What follows belongs to an exercise in optimizing a design on an open flow for small area; a production flow would make more cautious choices. At most, simulation tests tie the RTL to the original design; equivalence was not proved. Power and IR drop assume default switching activity.

// lk7_g1_fetch
module lk7_g1_fetch #(
    parameter NBP = 8
) (
    input  wire               clk,
    input  wire               rst_n,           
    input  wire               fetch_valid,
    input  wire [11:0]        sched_len,
    input  wire [NBP*104-1:0] fetch_code,
    input  wire               wr_valid,
    input  wire [95:0]        wr_data,
    output reg                out_valid,
    output wire [NBP*96-1:0]  out_word,
    output reg  [NBP*8-1:0]   out_syndrome,
    output wire [NBP-1:0]     out_corrected,
    output wire [NBP-1:0]     out_uncorrectable,
    output wire [NBP-1:0]     out_rm_fault,
    output wire [NBP-1:0]     out_rm_word,
    output wire [NBP-1:0]     out_rm_aux,
    output wire [NBP-1:0]     out_sb_fault,
    output wire [NBP*2-1:0]   out_sb_field,
    output wire [NBP-1:0]     out_pb_fault,
    output wire [NBP*3-1:0]   out_pb_class,
    output wire [NBP-1:0]     out_exec,
    output reg                wr_check_valid,
    output reg  [7:0]         wr_check
);
    wire [NBP*8-1:0] c_syn;
    genvar g;
    generate
        for (g = 0; g < NBP; g = g + 1) begin : bps
            wire [95:0] d = fetch_code[g*104 +: 96];
            wire [7:0]  c = fetch_code[g*104+96 +: 8];
            wire [7:0]  chk;
            lk7_ecc_enc u_enc (.data(d), .check(chk));
            assign c_syn[g*8 +: 8] = {(^d) ^ (^c), chk[6:0] ^ c[6:0]};
        end
    endgenerate
    wire [7:0] enc_check;
    lk7_ecc_enc u_wenc (.data(wr_data), .check(enc_check));
    reg [NBP*96-1:0] r_data;
    reg [11:0]       r_len;
    always @(posedge clk) begin
        if (!rst_n) begin
            out_valid      <= 1'b0;
            wr_check_valid <= 1'b0;
        end else begin
            out_valid      <= fetch_valid;
            wr_check_valid <= wr_valid;
        end
        r_len        <= sched_len;
        out_syndrome <= c_syn;
        wr_check     <= enc_check;
    end
    generate
        for (g = 0; g < NBP; g = g + 1) begin : rd
            always @(posedge clk) r_data[g*96 +: 96] <= fetch_code[g*104 +: 96];
        end
    endgenerate
    generate
        for (g = 0; g < NBP; g = g + 1) begin : bp
            lk7_fetch_check u_chk (
  ...
Size in the first run: roughly 850 flip-flops, roughly 1,900 I/O pins.
==> flow/config.mk <==
export PLATFORM = sky130hd
export DESIGN_NAME = lk7_g1_fetch
export DESIGN_NICKNAME = lk7_g1_fetch
export VERILOG_FILES = /design/flow/design.v
export SDC_FILE = /design/flow/constraint.sdc
export NUM_CORES = 4
export LEC_CHECK = 0
export CAP_MARGIN = 20
export CORE_AREA = 2 2 898 148
export DIE_AREA = 0 0 900 150
export SLEW_MARGIN = 20
==> flow/constraint.sdc <==
create_clock -name core_clock -period 8.0 [get_ports {clk}]
set_input_delay 1.6000 -clock core_clock [delete_from_list [all_inputs] [get_ports {clk}]]
set_output_delay 1.6000 -clock core_clock [all_outputs]
set_load 0.01 [all_outputs]
run.sh (not shown) runs the stock make flow with config.mk's settings and CLKGATE_MAP_FILE= SYNTH_SCRIPT=/design/flow/synth_recipe.tcl, a recipe that flattens the netlist after the stock synthesis.
Change:
Settings changed: CORE_AREA 2 2 898 148 to 10 10 690 690, DIE_AREA 0 0 900 150 to 0 0 700 700.
After rerunning:
- The new run produced a clean layout
- cell count went up by 42%
- non-clock buffer count went up by 82
- clock power went up by 42%
No run of this note included a check of the RTL's function; only the layout flow was run.

========
lk7_g1_fetch, a different RTL version from the one above (not shown whole).
Size: roughly 6,400 cells after synthesis, roughly 1,900 I/O pins.
clock: 8.0 ns
lec_check: 0
cap_margin: 20
core_area: 2 2 898 148
die_area: 0 0 900 150
slew_margin: 20
Then changed:
==> flow/flow/run.sh (new file) <==
#!/bin/bash
# Own layout flow: the standard layout (standard.sh), with two changes:
#  - synthesis maps with an area-oriented ABC script (flow/area.abc) and does not
#    extract half/full adders; registers and their names are those of the standard
#    synthesis (same script otherwise: synth_recipe.tcl with ORFS synth.tcl);
#    three-input XOR cells are left out of that mapping;
#  - the port buffers that global placement inserts are sky130_fd_sc_hd__buf_1;
#  - clock tree synthesis adds no dummy loads and clusters at most 16 sinks within 50 um.
set -euo pipefail
W=$(pwd)
mkdir -p "$W/custom"
# ORFS synth.tcl with the final ABC call using flow/area.abc
sed 's|log_cmd abc {\*}\$abc_args|log_cmd abc -script $::env(MY_ABC_SCRIPT) {*}[lrange $abc_args 2 end] -dont_use sky130_fd_sc_hd__xor3_1 -dont_use sky130_fd_sc_hd__xor3_2 -dont_use sky130_fd_sc_hd__xor3_4 -dont_use sky130_fd_sc_hd__xnor3_1 -dont_use sky130_fd_sc_hd__xnor3_2 -dont_use sky130_fd_sc_hd__xnor3_4|' \
    "$FLOW_HOME/scripts/synth.tcl" > "$W/custom/synth.tcl"
grep -q 'MY_ABC_SCRIPT' "$W/custom/synth.tcl"
sed "s|source \$::env(SCRIPTS_DIR)/synth.tcl|source $W/custom/synth.tcl|" \
    "$W/synth_recipe.tcl" > "$W/custom/synth_recipe.tcl"
grep -q "$W/custom/synth.tcl" "$W/custom/synth_recipe.tcl"
export MY_ABC_SCRIPT="$W/flow/area.abc"
bash "$W/standard.sh" \
    "SYNTH_SCRIPT=$W/custom/synth_recipe.tcl" \
    "ADDER_MAP_FILE=" \
    "BUFFER_PORTS_ARGS=-buffer_cell sky130_fd_sc_hd__buf_1" \
    "CTS_ARGS=-sink_clustering_enable -repair_clock_nets -dont_use_dummy_load -sink_clustering_size 16 -sink_clustering_max_diameter 50" \
    finish > "$W/flow_make.log" 2>&1
==> flow/flow/area.abc (new file) <==
&get -n
&st
&dch
&nf -a -R 200
&st
&syn2
&synch2
&nf -a -R 200
&put
==> flow/standard.sh (new file) <==
#!/bin/bash
# synth_recipe.tcl (not shown) runs the flow's synth.tcl, then flattens the netlist and writes it again
# the make line also repeats each setting of config.mk as NAME=value (left out here)
make -C /OpenROAD-flow-scripts/flow DESIGN_CONFIG=/design/flow/config.mk WORK_HOME=/design/flow/orfs CLKGATE_MAP_FILE= SYNTH_SCRIPT=/design/flow/synth_recipe.tcl "${@:-finish}"
removed: flow/run.sh
Result: Utilization falls by 11 points; final cell count falls by about 2.4%; via count falls by about 5.5%; power falls by about 12%; hold slack degrades by 0.37 ns; global-route usage falls by 3.2 points; design area falls by 19%; sequential share of layout area rises by 5.0 points; non-clock buffer count rises by 6; fmax falls by 1.7%; worst setup slack degrades by 0.12 ns.

========
lane 1:
lk7_g1_fetch again, from the RTL that the note above started with.
export LEC_CHECK = 0
export CAP_MARGIN = 20
export CORE_AREA = 2 2 858 128
export DIE_AREA = 0 0 860 130
export SLEW_MARGIN = 20
create_clock -name core_clock -period 8.0 [get_ports {clk}]
standard.sh (not shown) runs the stock make flow with config.mk's settings and CLKGATE_MAP_FILE= SYNTH_SCRIPT=/design/flow/synth_recipe.tcl, a recipe that flattens the netlist after the stock synthesis.
==> flow/flow/run.sh <==
#!/bin/bash
# Own layout flow: the standard layout (standard.sh), with two changes:
#  - synthesis maps with an area-oriented ABC script (flow/area.abc) and does not
#    extract half/full adders; registers and their names are those of the standard
#    synthesis (same script otherwise: synth_recipe.tcl with ORFS synth.tcl);
#    three-input XOR cells are left out of that mapping;
#  - the port buffers that global placement inserts are sky130_fd_sc_hd__buf_1;
#  - clock tree synthesis adds no dummy loads and clusters at most 16 sinks within 50 um.
set -euo pipefail
W=$(pwd)
mkdir -p "$W/custom"
# ORFS synth.tcl with the final ABC call using flow/area.abc
sed 's|log_cmd abc {\*}\$abc_args|log_cmd abc -script $::env(MY_ABC_SCRIPT) {*}[lrange $abc_args 2 end] -dont_use sky130_fd_sc_hd__xor3_1 -dont_use sky130_fd_sc_hd__xor3_2 -dont_use sky130_fd_sc_hd__xor3_4 -dont_use sky130_fd_sc_hd__xnor3_1 -dont_use sky130_fd_sc_hd__xnor3_2 -dont_use sky130_fd_sc_hd__xnor3_4|' \
    "$FLOW_HOME/scripts/synth.tcl" > "$W/custom/synth.tcl"
grep -q 'MY_ABC_SCRIPT' "$W/custom/synth.tcl"
sed "s|source \$::env(SCRIPTS_DIR)/synth.tcl|source $W/custom/synth.tcl|" \
    "$W/synth_recipe.tcl" > "$W/custom/synth_recipe.tcl"
grep -q "$W/custom/synth.tcl" "$W/custom/synth_recipe.tcl"
export MY_ABC_SCRIPT="$W/flow/area.abc"
bash "$W/standard.sh" \
    "SYNTH_SCRIPT=$W/custom/synth_recipe.tcl" \
    "ADDER_MAP_FILE=" \
    "BUFFER_PORTS_ARGS=-buffer_cell sky130_fd_sc_hd__buf_1" \
    "CTS_ARGS=-sink_clustering_enable -repair_clock_nets -dont_use_dummy_load -sink_clustering_size 16 -sink_clustering_max_diameter 50" \
    finish > "$W/flow_make.log" 2>&1
==> flow/flow/area.abc <==
&get -n
&st
&dch
&nf -a -R 200
&st
&syn2
&synch2
&nf -a -R 200
&put
Lane 1 did not stop at any stage, and its layout met the timing, DRC and antenna checks.
The following lists how lane 2 was set up differently from lane 1:
- swapping 0 0 860 130 for 0 0 900 150 in DIE_AREA
- swapping 2 2 858 128 for 2 2 898 148 in CORE_AREA
diff --git a/flow/flow/run.sh b/flow/flow/run.sh
--- a/flow/flow/run.sh
+++ b/flow/flow/run.sh
@@ -7,3 +7,3 @@
 #  - the port buffers that global placement inserts are sky130_fd_sc_hd__buf_1;
-#  - clock tree synthesis adds no dummy loads and clusters at most 16 sinks within 50 um.
+#  - clock tree synthesis adds no dummy loads.
 set -euo pipefail
@@ -23,3 +23,3 @@
     "BUFFER_PORTS_ARGS=-buffer_cell sky130_fd_sc_hd__buf_1" \
-    "CTS_ARGS=-sink_clustering_enable -repair_clock_nets -dont_use_dummy_load -sink_clustering_size 16 -sink_clustering_max_diameter 50" \
+    "CTS_ARGS=-sink_clustering_enable -repair_clock_nets -dont_use_dummy_load" \
     finish > "$W/flow_make.log" 2>&1
==> flow/flow/area.abc <==
&get -n
&st
&dch
&nf -a
&st
&syn2
&synch2
&nf -a
&put
## What came out
Peak fanout along the critical path, lane 2 and lane 1, higher one = lane 2.
Of the two values seen for capture point of the critical path, out_sb_field[11] was produced by lane 1 and out_sb_field[12] by lane 2.
Per the comparison of lane 2 with lane 1, wire length reported by the detailed router went up by 83000 um; register share of total power decreased 0.5 points; tapcell count increased 296; sequential share of cell area -0.36 points.
Compared with lane 1, lane 2 shows area of the mapped netlist that has gone up slightly.
Going from lane 1 to lane 2, final instance area +about 1.4%; post-synthesis cell count ~0 delta.
| net switching power | higher: lane 2 |
Of lane 2 and lane 1, the run reporting the higher hold slack was lane 2.

[port drivers added, routing unchanged]
No port has a modelled driver above. Below, the same layouts with a new extraction and two added sets of constraints. Step 1, drivers: a clkbuf_16 drives clk and a buf_2 each remaining input, both assumed. Step 2 also shifts input and output timing later by t, the mid clock arrival at the registers, as if the neighbouring blocks saw the same clock. Three values: no drivers, after step 1, after step 2; two values: the first two.
run	t, ns	setup WS [ns]	worst setup path after step 2
the first run of note 1	0.780	0.255 / 0.156 / 0.936	register to output
the second run of note 1	0.950	0.171 / 0.075 / 1.024	register to output
the first run of note 2	0.812	0.790 / 0.671 / 1.470	input to register
the second run of note 2	0.847	0.667 / 0.549 / 1.397	register to output
lane 1	0.847	0.912 / 0.794 / 1.640	register to output
lane 2	0.800	0.723 / 0.603 / 1.403	register to output
After both steps every run listed still meets setup and hold.
